Background: an optimization exercise with open tools, aiming at small area, a short achievable clock period and few clock cycles. Do not read the settings as production practice. Where RTL was checked, it was by simulation tests only, not by an equivalence proof against the original.

==> trial 90 <==
Design clp_core, start of the top module:
module clp_core (
    input  wire        clk,
    input  wire        rst,           
    input  wire        start,         
    output wire        ready,
    output wire        done,          
    output wire        err,           
    input  wire [31:0] tick,          
    input  wire [3:0]  sys_bits,      
    output wire [17:0] imem_addr,
    input  wire [31:0] imem_rdata,
    output wire [15:0] d_addr,
    input  wire        i_bit,
    input  wire [1:0]  i_bit_q,
    input  wire [31:0] iw_data,
    input  wire [1:0]  iw_q,
    input  wire        q_bit,
    input  wire [31:0] qw_data,
    output wire        q_we,
    output wire        q_wbit,
    output wire        qw_we,
    output wire [31:0] qw_wdata
);
export LEC_CHECK = 0
export CAP_MARGIN = 20
export CORE_MARGIN = 2
export CORE_UTILIZATION = 40
export SLEW_MARGIN = 20
create_clock -name core_clock -period 15.0 [get_ports {clk}]
run.sh (not shown) runs the stock make flow with config.mk's settings and CLKGATE_MAP_FILE= SYNTH_SCRIPT=/design/flow/synth_recipe.tcl, a recipe that flattens the netlist after the stock synthesis.
==> trial 32 (differences from trial 90) <==
--- a/flow/design.v
+++ b/flow/design.v
@@ -39,14 +39,17 @@
     localparam MD_IDLE = 2'd0, MD_MUL = 2'd1, MD_NORM = 2'd2, MD_DIV = 2'd3;
     localparam NM = 64;    
     localparam NDW = 16;   
     localparam NT = 4;     
     localparam NC = 4;     
     reg        running;
-    reg [17:0] pc;            
+    reg [17:0] pc1;           
     reg [31:0] ir;
+    reg        j_jmp, j_c, j_nc;    
+    reg [3:0]  t_sel;               
+    reg [3:0]  c_sel;               
     reg        ba;
     reg [31:0] wa;
     reg        err_r;
     reg [31:0] s_tick;
     reg [3:0]  sb;
     reg [2:0]  stk [0:15];    
@@ -77,22 +80,37 @@
     assign done   = running && (op == OP_END);
     wire [5:0] ma = a[5:0];
     wire [3:0] wi = a[3:0];
     wire [1:0] ti = a[1:0];
     wire [1:0] ci = a[1:0];
     wire ex = running && (md == MD_IDLE);
-    wire [31:0] cv_i    = c_cv[ci];
-    wire [31:0] pv_i    = c_pv[ci];
-    wire [31:0] start_i = t_start[ti];
-    wire [29:0] et_i    = t_et[ti];
-    wire [30:0] pt_i    = t_pt[ti];
-    wire        run_i   = t_run[ti];
-    wire        q_i     = t_q[ti];
-    wire        last_i  = t_last[ti];
-    wire        lu_i    = c_lu[ci];
-    wire        ld_i    = c_ld[ci];
+    wire [31:0] cv_i = ({32{c_sel[0]}} & c_cv[0]) |
+                         ({32{c_sel[1]}} & c_cv[1]) |
+                         ({32{c_sel[2]}} & c_cv[2]) |
+                         ({32{c_sel[3]}} & c_cv[3]);
+    wire [31:0] pv_i = ({32{c_sel[0]}} & c_pv[0]) |
+                         ({32{c_sel[1]}} & c_pv[1]) |
+                         ({32{c_sel[2]}} & c_pv[2]) |
+                         ({32{c_sel[3]}} & c_pv[3]);
+    wire [31:0] start_i = ({32{t_sel[0]}} & t_start[0]) |
+                         ({32{t_sel[1]}} & t_start[1]) |
+                         ({32{t_sel[2]}} & t_start[2]) |
+                         ({32{t_sel[3]}} & t_start[3]);
+    wire [29:0] et_i = ({30{t_sel[0]}} & t_et[0]) |
+                         ({30{t_sel[1]}} & t_et[1]) |
+                         ({30{t_sel[2]}} & t_et[2]) |
+                         ({30{t_sel[3]}} & t_et[3]);
+    wire [30:0] pt_i = ({31{t_sel[0]}} & t_pt[0]) |
+                         ({31{t_sel[1]}} & t_pt[1]) |
+                         ({31{t_sel[2]}} & t_pt[2]) |
+                         ({31{t_sel[3]}} & t_pt[3]);
+    wire        run_i   = |(t_run & t_sel);
+    wire        q_i     = |(t_q & t_sel);
+    wire        last_i  = |(t_last & t_sel);
+    wire        lu_i    = |(c_lu & c_sel);
+    wire        ld_i    = |(c_ld & c_sel);
     reg bit_raw;
     always @(*) begin
         case (space)
             SP_I:  bit_raw = i_bit;
             SP_Q:  bit_raw = q_bit;
             SP_M:  bit_raw = m[ma];
@@ -206,15 +224,24 @@
     wire is_tof = (op == OP_TOF);
     wire is_tp  = (op == OP_TP);
     wire t_op   = is_ton || is_tof || is_tp;
     wire t_started = (is_ton && ba && !run_i) ||
                      (is_tof && !ba && q_i && !run_i) ||
                      (is_tp && ba && !run_i && !last_i);
-    wire [31:0] t_el  = s_tick - start_i;
-    wire        t_ge  = t_started ? (pt_i == 31'd0)
-                                  : ({1'b0, t_el} >= {pt_i, 2'b00});
+    wire [32:0] t_el33 = {1'b0, s_tick} - {1'b0, start_i};
+    wire [31:0] t_el   = t_el33[31:0];
+    wire        t_bw   = t_el33[32];
+    wire [34:0] x_a    = {3'b000, s_tick};
+    wire [34:0] x_b    = ~{3'b000, start_i};
+    wire [34:0] x_c    = ~{2'b00, pt_i, 2'b00};
+    wire [34:0] x_s    = x_a ^ x_b ^ x_c;
+    wire [34:0] x_k    = {(x_a[33:0] & x_b[33:0]) | (x_a[33:0] & x_c[33:0]) |
+                          (x_b[33:0] & x_c[33:0]), 1'b1};
+    wire [35:0] x_sum  = {x_s, 1'b1} + {x_k, 1'b1};       
+    wire [2:0]  x_top  = x_sum[35:33] + {2'b00, t_bw};
+    wire        t_ge   = t_started ? (pt_i == 31'd0) : !x_top[2];
     reg tn_run, tn_q;
     always @(*) begin
         tn_run = run_i;
         tn_q   = q_i;
         if (is_ton) begin
             tn_run = ba;
@@ -239,15 +266,14 @@
     wire [29:0] et_nx = tn_run ? (t_ge ? pt_i[29:0] : t_el4) : et_i;
     wire is_ctu = (op == OP_CTU);
     wire is_ctd = (op == OP_CTD);
     wire c_step = ba && (is_ctu ? (!lu_i && cv_i != 32'h7FFF_FFFF)
                                 : (!ld_i && cv_i != 32'h8000_0000));
     wire [31:0] cv_step = cv_i + (is_ctu ? 32'd1 : 32'hFFFF_FFFF);
-    wire taken = (op == OP_JMP) || (op == OP_JC && ba) || (op == OP_JNC && !ba);
-    wire [17:0] npc = taken ? tgt : pc + 18'd1;
-    assign imem_addr = running ? npc : 18'd0;
+    wire jsel = running && (j_jmp || (j_c && ba) || (j_nc && !ba));
+    assign imem_addr = jsel ? tgt : pc1;
     wire st_bit = (op == OP_ST) || ((op == OP_SET || op == OP_RST) && ba);
     wire st_val = (op == OP_ST) ? (ba ^ n) : (op == OP_SET);
     wire st_wrd = (op == OP_STW) || (op == OP_STWC && ba);
     assign q_we     = running && space == SP_Q && st_bit;
     assign q_wbit   = st_val;
     assign qw_we    = running && space == SP_QW && st_wrd;
@@ -275,21 +301,21 @@
     wire        tst_wen   = ex && (t_op || (op == OP_TRST && ba));
     wire [29:0] et_wd     = (t_clr ? 30'd0 : et_nx) & {30{!rst}};
     wire        start_wen = ex && t_started;
     generate
         for (g = 0; g < NT; g = g + 1) begin : tf
             always @(posedge clk) begin
-                if (rst || (tpre_wen && ti == g)) t_pt[g] <= pt_wd;
-                if (rst || (tst_wen && ti == g)) begin
+                if (rst || (tpre_wen && t_sel[g])) t_pt[g] <= pt_wd;
+                if (rst || (tst_wen && t_sel[g])) begin
                     t_et[g]  <= et_wd;
                     t_run[g] <= tn_run && t_op && !rst;
                     t_q[g]   <= tn_q && t_op && !rst;
                 end
-                if (rst || (tst_wen && t_op && ti == g))
+                if (rst || (tst_wen && t_op && t_sel[g]))
                     t_last[g] <= (is_tp ? ba : last_i) && !rst;
-                if (start_wen && ti == g)
+                if (start_wen && t_sel[g])
                     t_start[g] <= s_tick;
             end
         end
     endgenerate
     wire        cv_wen = ex && ((is_ctu || is_ctd) ? c_step
                                  : ((op == OP_CRST || op == OP_CLD) && ba));
@@ -297,16 +323,16 @@
                          & {32{!rst}};
     wire        pv_wen = ex && op == OP_CPRE && ba;
     wire [31:0] pv_wd  = wa & {32{!rst}};
     generate
         for (g = 0; g < NC; g = g + 1) begin : cf
             always @(posedge clk) begin
-                if (rst || (cv_wen && ci == g)) c_cv[g] <= cv_wd;
-                if (rst || (pv_wen && ci == g)) c_pv[g] <= pv_wd;
-                if (rst || (ex && is_ctu && ci == g)) c_lu[g] <= ba && !rst;
-                if (rst || (ex && is_ctd && ci == g)) c_ld[g] <= ba && !rst;
+                if (rst || (cv_wen && c_sel[g])) c_cv[g] <= cv_wd;
+                if (rst || (pv_wen && c_sel[g])) c_pv[g] <= pv_wd;
+                if (rst || (ex && is_ctu && c_sel[g])) c_lu[g] <= ba && !rst;
+                if (rst || (ex && is_ctd && c_sel[g])) c_ld[g] <= ba && !rst;
             end
         end
     endgenerate
     wire stk_wen = ex && op == OP_BOPEN;
     generate
         for (g = 0; g < 16; g = g + 1) begin : sf
@@ -335,17 +361,30 @@
             OP_NEDGE:  ba_nx = ~ba & m[ma];
             OP_TON, OP_TOF, OP_TP: ba_nx = tn_q;
             OP_CMP:    ba_nx = rel ^ n;
             default:   ba_nx = ba;
         endcase
     end
+    wire [5:0] nx_op  = imem_rdata[31:26];
+    wire [3:0] nx_sp  = imem_rdata[25:22];
+    wire       nx_jmp = (nx_op == OP_JMP);
+    wire       nx_jc  = (nx_op == OP_JC);
+    wire       nx_jnc = (nx_op == OP_JNC);
+    wire       nx_t   = (nx_sp == SP_T) || (nx_op >= OP_TON && nx_op <= OP_TRST);
+    wire       nx_c   = (nx_sp == SP_C) || (nx_op >= OP_CTU && nx_op <= OP_CPRE);
+    wire [3:0] nx_sel = 4'd1 << imem_rdata[1:0];
     always @(posedge clk) begin
         if (rst) begin
             running <= 1'b0;
-            pc     <= 18'd0;
+            pc1    <= 18'd0;
             ir     <= 32'd0;
+            j_jmp  <= 1'b0;
+            j_c    <= 1'b0;
+            j_nc   <= 1'b0;
+            t_sel  <= 4'd0;
+            c_sel  <= 4'd0;
             ba     <= 1'b1;
             wa     <= 32'd0;
             err_r  <= 1'b0;
             s_tick <= 32'd0;
             sb     <= 4'd0;
             sp     <= 4'd0;
@@ -354,25 +393,35 @@
             yr     <= 32'd0;
             cnt    <= 5'd0;
             neg    <= 1'b0;
         end else if (!running) begin
             if (start) begin
                 running <= 1'b1;
-                pc     <= 18'd0;
+                pc1    <= 18'd1;
                 ir     <= imem_rdata;
+                j_jmp  <= nx_jmp;
+                j_c    <= nx_jc;
+                j_nc   <= nx_jnc;
+                if (nx_t) t_sel <= nx_sel;
+                if (nx_c) c_sel <= nx_sel;
                 ba     <= 1'b1;
                 wa     <= 32'd0;
                 sp     <= 4'd0;
                 err_r  <= 1'b0;
                 s_tick <= tick;
                 sb     <= sys_bits;
             end
         end else begin
             if (!stall) begin
-                pc <= npc;
-                ir <= imem_rdata;
+                pc1   <= (op == OP_END) ? 18'd0 : imem_addr + 18'd1;
+                ir    <= imem_rdata;
+                j_jmp <= nx_jmp;
+                j_c   <= nx_jc;
+                j_nc  <= nx_jnc;
+                if (nx_t) t_sel <= nx_sel;
+                if (nx_c) c_sel <= nx_sel;
             end
             if (wa_we) wa <= wa_nx;
             case (md)
                 MD_MUL: begin
                     xr <= {xr[23:0], 8'd0};
                     yr <= {8'd0, yr[31:8]};
==> flow/flow/run.sh (new file) <==
#!/bin/bash
# The standard layout, with ORFS's timing repair asked to leave 9 ns of
# setup slack at the design's 15 ns clock (the SDC is unchanged), so that
# repair_timing works the paths down towards 6 ns.
set -euo pipefail
cd "$(dirname "$0")/.."
bash standard.sh SETUP_SLACK_MARGIN=9 finish > flow_standard.log 2>&1
==> flow/standard.sh (new file) <==
#!/bin/bash
# synth_recipe.tcl (not shown) runs the flow's synth.tcl, then flattens the netlist and writes it again
# the make line also repeats each setting of config.mk as NAME=value (left out here)
make -C /OpenROAD-flow-scripts/flow DESIGN_CONFIG=/design/flow/config.mk WORK_HOME=/design/flow/orfs CLKGATE_MAP_FILE= SYNTH_SCRIPT=/design/flow/synth_recipe.tcl "${@:-finish}"
removed: flow/run.sh
==> results_dict.tcl <==
set metrics [dict create \
    status "complete, no violations" \
    worst-path-buf-inv 4 \
    p_switching_mw 3.754 \
    placed_area_um2 96200 \
    avgSynthCellArea_um2 11.18 \
    cp.depth 20 \
    fin_total_pwr_mw 11.67 \
]
(the above is from trial 90)
==> results_dict.tcl <==
set metrics [dict create \
    crit_path_frequent_cell "o31ai_4" \
    status "complete, no violations" \
    cp.depth 16 \
    placed_area_um2 95470 \
    startpoint "qw_data[6]" \
    p_switching_mw 3.788 \
    worst-path-buf-inv 2 \
    avgSynthCellArea_um2 10.81 \
    dp_cells 11150 \
    fin_total_pwr_mw 11.80 \
]
(the above is from trial 32)
Testbench counts of trial 32, summed over its fixed seeds: cycles 225,251.
For trial 90, only the layout was checked, not whether the RTL still works.

-- static timing again, ports no longer ideal --
How much do the figures lean on ideal ports? The routed layouts below were timed once more, with nothing changed but the port constraints. Step 1 sets driving cells, clkbuf_16 on the clock port and buf_2 on the other inputs (assumed; they add their load-dependent delay and slew). Step 2 also shifts input and output timing later by t, the mid clock arrival at the registers, as if the neighbouring blocks saw the same clock. a / b / c = ideal ports / drivers / drivers and shift; a / b = the first two.
run	t, ns	setup WS [ns]	worst setup path after step 2	clock arrival spread, ns
trial 90	0.924	6.387 / 6.387 / 5.805	input to register	0.059 / 0.060
trial 32	0.936	8.402 / 8.461 / 7.525	input to register	0.056 / 0.056
After both steps setup and hold are still met in every run listed. For trial 32, which loses most, drivers alone change the setup slack by +0.059 ns; drivers and shift together by -0.877 ns.
